What follows belongs to an exercise in optimizing a design on an open flow for small area, a short achievable clock period and few clock cycles per item; a production flow would make more cautious choices. Only simulation tests tie the RTL to the original design; equivalence was not proved.

==> inputs of wip/cedar <==
// lcy_gfmul
module lcy_gfmul (
    input  wire         clk,
    input  wire         rst,         
    input  wire         in_valid,
    output wire         in_ready,
    input  wire [127:0] in_x,
    input  wire [127:0] in_h,
    output wire         out_valid,
    input  wire         out_ready,
    output wire [127:0] out_z
);
Settings: LEC_CHECK=0, CAP_MARGIN=35, CORE_MARGIN=2, CORE_UTILIZATION=50, SETUP_SLACK_MARGIN=2.4, SLEW_MARGIN=20; clock period 5.0 ns.
standard.sh (not shown) runs the stock make flow with config.mk's settings and CLKGATE_MAP_FILE= SYNTH_SCRIPT=/design/flow/synth_recipe.tcl, a recipe that flattens the netlist after the stock synthesis.
==> flow/flow/run.sh <==
#!/bin/bash
# The standard layout (standard.sh), with the port buffers that the standard
# flow inserts in global placement made of sky130_fd_sc_hd__buf_4 instead of the
# cell buffer_ports picks by default (a slow delay buffer that the resizer then
# cannot swap, since the platform resizes only within a cell footprint).
# Every port still gets its own buffer.
set -euo pipefail
export BUFFER_PORTS_ARGS="-buffer_cell sky130_fd_sc_hd__buf_4"
bash standard.sh > standard_flow.log 2>&1
==> wip/zinc: changes against wip/cedar <==
==> flow/run.sh (new file) <==
#!/bin/bash
# synth_recipe.tcl (not shown) runs the flow's synth.tcl, then flattens the netlist and writes it again
# the make line also repeats each setting of config.mk as NAME=value (left out here)
make -C /OpenROAD-flow-scripts/flow DESIGN_CONFIG=/design/flow/config.mk WORK_HOME=/design/flow/orfs CLKGATE_MAP_FILE= SYNTH_SCRIPT=/design/flow/synth_recipe.tcl finish
Settings changed: SETUP_SLACK_MARGIN 2.4 to 1.8.
removed: flow/flow/run.sh
removed: flow/standard.sh
==> wip/sierra: changes against wip/cedar <==
Settings changed: SETUP_SLACK_MARGIN 2.4 to 2.6.
==> summary of the runs <==
Critical path depth, highest first: wip/zinc, wip/sierra, wip/cedar.
Core utilization, highest first: wip/sierra, wip/cedar, wip/zinc.
Clock skew: wip/sierra > wip/zinc > wip/cedar.
Cell count, highest first: wip/sierra, wip/cedar, wip/zinc.
Register-to-register slack, lowest first: wip/zinc, wip/cedar, wip/sierra.
In die area, wip/cedar and wip/zinc do not differ.
Routed wire length: wip/sierra > wip/zinc > wip/cedar.
Against wip/zinc, the hold slack of wip/cedar is worse by 150 ps.
The highest non-clock buffer count belongs to wip/sierra, the lowest to wip/zinc.
==> figures <==
quantity	wip/cedar	wip/zinc	wip/sierra
Worst Path Required	5560 ps	5580 ps	5620 ps
Worst rel slew slack	0.166	0.233	0.187
Crit path launch	c1[221]$_DFFE_PP_	in_h[89]	in_x[104]
Worst setup slack for register-to-register paths	1950 ps	1710 ps	2180 ps
Total clock buffers created by CTS	131	119	131
Share of cell area taken by flip-flops and latches	0.186	0.199	0.163
Logic depth of the worst path, buffers included	4	12	11
Relative area of clock buffers and inverters in the final design	0.0259	0.0255	0.0226
Final clock period utilization by the worst path	0.611	0.680	0.584
Biggest fanout along the worst timing path	4	12	5
Outcome	timing/DRC/antenna clean	timing/DRC/antenna clean	timing/DRC/antenna clean
DR iter-0 viols	18812	17343	23075
Final Critical Period	3050 ps	3400 ps	2920 ps
Total detailed-routing wirelength	638000 µm	641000 µm	718000 µm
Pin count of the biggest net entering global routing	177	158	177
Overall global routing resource usage	0.479	0.493	0.498
Post-CTS setup-driven buffer insertion count	546	137	1183
Length of routed wiring on met1	227000 µm	235000 µm	232000 µm
FF-to-FF path depth	4	3	3
Testbench counts of wip/cedar, summed over its fixed seeds: cycles 984, blocks 960.
Testbench counts of wip/zinc, summed over its fixed seeds: cycles 984, blocks 960.
Testbench counts of wip/sierra, summed over its fixed seeds: cycles 984, blocks 960.


==> wip/harbor <==
lcy_gfmul again, from the RTL that the note above started with.
==> flow/config.mk <==
export PLATFORM = sky130hd
export DESIGN_NAME = lcy_gfmul
export DESIGN_NICKNAME = lcy_gfmul
export VERILOG_FILES = /design/flow/design.v
export SDC_FILE = /design/flow/constraint.sdc
export NUM_CORES = 4
export LEC_CHECK = 0
export CAP_MARGIN = 35
export CORE_MARGIN = 2
export CORE_UTILIZATION = 50
export SETUP_SLACK_MARGIN = 2.0
export SLEW_MARGIN = 20
export TNS_END_PERCENT = 10
==> flow/constraint.sdc <==
create_clock -name core_clock -period 5.0 [get_ports {clk}]
set_input_delay 1.0000 -clock core_clock [delete_from_list [all_inputs] [get_ports {clk}]]
set_output_delay 1.0000 -clock core_clock [all_outputs]
set_load 0.01 [all_outputs]
==> flow/flow/run.sh <==
#!/bin/bash
# The standard layout (standard.sh), with the port buffers that the standard
# flow inserts in global placement made of sky130_fd_sc_hd__buf_4 instead of the
# cell buffer_ports picks by default (a slow delay buffer that the resizer then
# cannot swap, since the platform resizes only within a cell footprint).
# Every port still gets its own buffer.
set -euo pipefail
export BUFFER_PORTS_ARGS="-buffer_cell sky130_fd_sc_hd__buf_4"
bash standard.sh > standard_flow.log 2>&1
==> wip/juniper (differences from wip/harbor) <==
SETUP_SLACK_MARGIN = 1.0   (was 2.0)
TNS_END_PERCENT = unset   (was 10)
==> wip/pepper (differences from wip/harbor) <==
==> flow/run.sh (new file) <==
#!/bin/bash
# synth_recipe.tcl (not shown) runs the flow's synth.tcl, then flattens the netlist and writes it again
# the make line also repeats each setting of config.mk as NAME=value (left out here)
make -C /OpenROAD-flow-scripts/flow DESIGN_CONFIG=/design/flow/config.mk WORK_HOME=/design/flow/orfs CLKGATE_MAP_FILE= SYNTH_SCRIPT=/design/flow/synth_recipe.tcl finish
CAP_MARGIN = 20   (was 35)
SETUP_SLACK_MARGIN = 1.8   (was 2.0)
TNS_END_PERCENT = unset   (was 10)
removed: flow/flow/run.sh
removed: flow/standard.sh
==> wip/xenon (differences from wip/harbor) <==
TNS_END_PERCENT = unset   (was 10)
==> summary of the runs <==
Synthesized cell count is the same in wip/xenon and wip/juniper. Clock-buffer cell count, lowest first: wip/juniper, wip/pepper, wip/harbor, wip/xenon. Non-clock buffer count, lowest first: wip/juniper, wip/harbor, wip/xenon, wip/pepper. Of wip/harbor and wip/juniper, wip/juniper has the higher sequential share of layout area (gap 0.55 points). In wip/harbor the critical path depth is lower than in wip/xenon, by 2.
==> figures <==
| quantity | wip/xenon | wip/pepper | wip/harbor | wip/juniper |
|---|---|---|---|---|
| Max FO, Critical Path | 2 | 5 | 4 | 12 |
| Deepest level of the CTS H-tree | 4 | 3 | 4 | 3 |
| Routed wire length on met2 | 239,000 um | 252,400 um | 251,500 um | 236,300 um |
| Half-perimeter wire length after placement | 485,000 um | 523,000 um | 493,400 um | 473,000 um |
| FILL cells | 22,160 | 21,720 | 22,520 | 22,910 |
| R2r setup slk | 1.81 ns | 1.65 ns | 1.65 ns | 1.72 ns |
| Tcrit/Tclk final | 63.90% | 66.95% | 67.06% | 76.25% |
| Area of all placed cells without fillers | 149,000 um^2 | 158,500 um^2 | 146,400 um^2 | 142,800 um^2 |
| Run status | timing/DRC/antenna clean | timing/DRC/antenna clean | timing/DRC/antenna clean | timing/DRC/antenna clean |
| Largest net degree at the start of global routing | 177 | 158 | 110 | 147 |
| Post CTS Setup Buffer Count | 11 | 154 | 16 | 0 |
| Endpoint with the worst hold slack | v[1] | v[1] | v[2] | v[0] |
Testbench counts of wip/harbor, summed over its fixed seeds: cycles 984, blocks 960.
Testbench counts of wip/juniper, summed over its fixed seeds: cycles 984, blocks 960.
Testbench counts of wip/pepper, summed over its fixed seeds: cycles 984, blocks 960.
Testbench counts of wip/xenon, summed over its fixed seeds: cycles 984, blocks 960.

[re-timing with driven ports]
Ports are ideal in the flow. The routed layouts listed here were re-timed in OpenROAD. Step 1 assumes that a clkbuf_16 drives the clock port and a buf_2 every other input. Step 2 also shifts input and output timing later by t, the mid clock arrival at the registers, as if the neighbouring blocks saw the same clock. Three values: ideal ports, drivers, drivers and shift; two values: the first two.
run | shift t [ns] | slack for setup (ns) | worst register clock-pin slew, ns
wip/cedar | 0.941 | 1.947 / 1.947 / 1.137 | 0.08 / 0.08
wip/zinc | 0.915 | 1.599 / 1.679 / 0.764 | 0.08 / 0.08
wip/sierra | 0.981 | 2.078 / 2.080 / 1.099 | 0.08 / 0.08
wip/harbor | 0.943 | 1.647 / 1.647 / 0.806 | 0.07 / 0.07
wip/juniper | 0.949 | 1.187 / 1.268 / 0.320 | 0.08 / 0.08
wip/pepper | 0.921 | 1.652 / 1.652 / 0.750 | 0.08 / 0.08
wip/xenon | 0.927 | 1.805 / 1.805 / 0.924 | 0.08 / 0.08
After both steps setup and hold are still met in every run listed. For wip/sierra, which loses most, drivers alone change the setup slack by +0.002 ns; drivers and shift together by -0.979 ns.
